What follows belongs to an exercise in optimizing a design on an open flow for small area, a short achievable clock period and few clock cycles per item; a production flow would make more cautious choices.
In this exercise RTL edits were held to simulation tests only and were not proved equivalent to the original.

// cmac_tag
module cmac_tag (
    input  wire         clk,
    input  wire         rst,           
    input  wire         in_valid,
    output wire         in_ready,
    input  wire         in_first,      
    input  wire         in_last,       
    input  wire [4:0]   in_nbytes,     
    input  wire [127:0] in_data,
    input  wire [127:0] key,
    output reg          tag_valid,
    output reg  [63:0]  tag
);
export LEC_CHECK = 0
export CAP_MARGIN = 20
export CORE_MARGIN = 2
export CORE_UTILIZATION = 50
export CTS_CLUSTER_DIAMETER = 60
export CTS_CLUSTER_SIZE = 20
export PLACE_DENSITY = 0.6
export SETUP_SLACK_MARGIN = 3.5
export SLEW_MARGIN = 20
create_clock -name core_clock -period 10.0 [get_ports {clk}]
standard.sh (not shown) runs the stock make flow with config.mk's settings and CLKGATE_MAP_FILE= SYNTH_SCRIPT=/design/flow/synth_recipe.tcl, a recipe that flattens the netlist after the stock synthesis.
==> flow/flow/run.sh <==
#!/bin/bash
# Layout flow: the standard flow (standard.sh), with synthesis run by
# flow/synth_custom.tcl, which maps logic with an area-recovering ABC script,
# and the port buffers made of buf_1 cells.
set -euo pipefail
cd "$(dirname "$0")/.."
W=$PWD
bash standard.sh SYNTH_SCRIPT=$W/flow/synth_custom.tcl \
  "BUFFER_PORTS_ARGS=-buffer_cell sky130_fd_sc_hd__buf_1" \
  finish > $W/flow_orfs.log 2>&1
==> flow/flow/abc_custom.script <==
strash
&get -n
&st
&dch
&nf -R 20 -p
&put
topo
stime -c
buffer -c
upsize -c
dnsize -c
==> flow/flow/synth_custom.tcl <==
# The standard flow's synthesis (synth_recipe.tcl) with one change: ABC maps with an
# area-recovering script instead of ORFS's abc_speed.script.
set ::custom_abc_script [file join [file dirname [file normalize [info script]]] abc_custom.script]
proc synth {args} { yosys synth -nofsm -noshare {*}$args }
proc abc {args} {
  set i [lsearch -exact $args -script]
  if { $i >= 0 } {
    set args [lreplace $args [expr {$i + 1}] [expr {$i + 1}] $::custom_abc_script]
  }
  yosys abc {*}$args
}
source $::env(SCRIPTS_DIR)/synth.tcl
# left out here: clear keep_hierarchy, flatten, clean up, hide names made inside functions, write 1_2_yosys.v
The baseline went through all stages and came out clean.
Testbench counts at the start, summed over its fixed seeds: cycles 16,804, messages 480.
Rerun with:
CORE_UTILIZATION = 40   (was 50)
CTS_CLUSTER_DIAMETER = default   (was 60)
CTS_CLUSTER_SIZE = default   (was 20)
PLACE_DENSITY = 0.5   (was 0.6)
Effect: Final area grows by 0.31%; utilization shrinks by 11 points; final cell count grows by 4.6%.
Rerun with:
CORE_UTILIZATION = 60   (was 40)
PLACE_DENSITY = 0.7   (was 0.5)
Flip-flop and latch count does not change.
Worst setup slack is worse by 0.13 ns.
Cell count falls by about 8%.
Worst hold slack is about the same.
First-iteration DRC count goes up by 28%.
Cell area drops by about 1.7%.
Rerun with:
CORE_UTILIZATION = 50   (was 60)
CTS_BUF_LIST = sky130_fd_sc_hd__clkbuf_16   (was default)
CTS_CLUSTER_DIAMETER = 60   (was default)
CTS_CLUSTER_SIZE = 30   (was default)
PLACE_DENSITY = 0.6   (was 0.7)
After rerunning: Worst setup slack barely changes. Synthesized cell count is unchanged. Maximum frequency barely changes. Register-to-register slack hardly moves. Area after synthesis stays the same. Die area grows by 20%.
Rerun with:
CTS_BUF_LIST = default   (was sky130_fd_sc_hd__clkbuf_16)
CTS_CLUSTER_DIAMETER = default   (was 60)
CTS_CLUSTER_SIZE = default   (was 30)
SETUP_SLACK_MARGIN = 3.8   (was 3.5)
Outcome: The changed run finished with timing, DRC and antenna clean; setup slack improved by 0.32 ns; design area increases by 2.5%; hold slack stays flat; wire length grows by 0.82%.


Setup of ember:
cmac_tag, a different RTL version from the one above (not shown whole).
Size: about 6600 cells after synthesis, ~600 flip-flops, about 330 I/O pins, roughly 55000 µm² of cells after synthesis.
clock: 10.0 ns
lec_check: 0
cap_margin: 20
core_margin: 2
core_utilization: 50
place_density: 0.6
setup_slack_margin: 3
slew_margin: 20
==> flow/flow/abc_custom.script <==
strash
&get -n
&st
&dch
&nf -R 1000
&put
topo
stime -c
Scripts as last shown in full above: flow/flow/run.sh, flow/flow/synth_custom.tcl
ember | status: complete | timing, DRC, antenna: pass
Testbench counts of ember, summed over its fixed seeds: cycles 16,796, messages 480.
[inputs] zinc vs ember
Settings: CORE_UTILIZATION now 25, was 50; PLACE_DENSITY now 0.4, was 0.6; SETUP_SLACK_MARGIN now 5, was 3.
==> flow/flow/run.sh <==
#!/bin/bash
# Layout flow: the standard flow (standard.sh), with synthesis run by
# flow/synth_custom.tcl, which maps logic with an area-recovering ABC script.
set -euo pipefail
cd "$(dirname "$0")/.."
W=$PWD
bash standard.sh SYNTH_SCRIPT=$W/flow/synth_custom.tcl finish > $W/flow_orfs.log 2>&1
--- a/flow/flow/abc_custom.script
+++ b/flow/flow/abc_custom.script
@@ -8,0 +9,3 @@
+buffer -c
+upsize -c
+dnsize -c
==> run notes <==
Diff ember -> zinc: number of logic stages on the critical path including buffering rose by 9; post-DP HPWL +about 26%; first-pass GRT wire length increased by 84 mm relative to the old numbers; synthesized area went up 3100 µm²; mean instance size in the synthesized netlist shows an increase of about 0.8%.
From ember to zinc the numbers moved as follows: mux share of post-synthesis cell area shrank by 0.17 points.
Of ember and zinc, zinc shows the higher clock buffer count from CTS, with ember below it.
### zinc -> fjord
Settings: CORE_UTILIZATION changed from 25 to 50; SETUP_SLACK_MARGIN changed from 5 to 3; PLACE_DENSITY changed from 0.4 to 0.6.
==> flow/flow/run.sh <==
#!/bin/bash
# Layout flow: the standard flow (standard.sh), with synthesis run by
# flow/synth_custom.tcl, which maps logic with an area-recovering ABC script,
# and the port buffers made of buf_1 cells.
set -euo pipefail
cd "$(dirname "$0")/.."
W=$PWD
bash standard.sh SYNTH_SCRIPT=$W/flow/synth_custom.tcl \
  "BUFFER_PORTS_ARGS=-buffer_cell sky130_fd_sc_hd__buf_1" \
  finish > $W/flow_orfs.log 2>&1
[summary]
- fjord | status: complete | timing, DRC, antenna: pass
- [fjord vs zinc] growth of design area from synthesis to finish: lower in fjord
- On number of buffers added for setup after CTS: between zinc and fjord, it ends up lower for fjord.
- fjord vs zinc, last weighted congestion value of the routability-driven placer went up by 0.064.

afterwards: timing with drivers on the ports:
The results above use ideal ports. As a check the final layouts listed here were re-extracted and re-timed, cells and wires unchanged.
Step 1 (the two cells are an assumption about what drives the block):
set clk [get_ports {clk}]
set_driving_cell -lib_cell sky130_fd_sc_hd__clkbuf_16 $clk
set_driving_cell -lib_cell sky130_fd_sc_hd__buf_2 [delete_from_list [all_inputs] $clk]
Step 2 moves the port delays by t, midway between the first and last clock arrival at a register: inputs arrive t later, outputs are due t later. That takes back most of the time a late clock gives input paths.
Slacks: ideal / step 1 / step 2; pairs: ideal / step 1.
| run | t, ns | setup slack, ns | worst setup path at the end | worst slew at a driven data input, ns |
|---|---|---|---|---|
| the first run of note 1 | 0.743 | 3.669 / 3.669 / 3.661 | input to register | 0.18 |
| the second run of note 1 | 0.762 | 3.751 / 3.751 / 3.751 | register to register | 0.21 |
| the third run of note 1 | 0.710 | 3.619 / 3.619 / 3.619 | register to register | 0.13 |
| the fourth run of note 1 | 0.737 | 3.620 / 3.620 / 3.620 | register to register | 0.18 |
| the fifth run of note 1 | 0.732 | 3.935 / 3.935 / 3.685 | input to register | 0.18 |
| ember | 0.730 | 3.157 / 3.157 / 3.157 | register to register | 0.17 |
| zinc | 0.814 | 4.357 / 4.357 / 3.828 | input to register | 0.26 |
| fjord | 0.730 | 3.248 / 3.248 / 3.248 | register to register | 0.18 |
After both steps setup and hold are still met in every run listed. For zinc, which loses most, drivers alone change the setup slack by 0.000 ns; drivers and shift together by -0.529 ns.
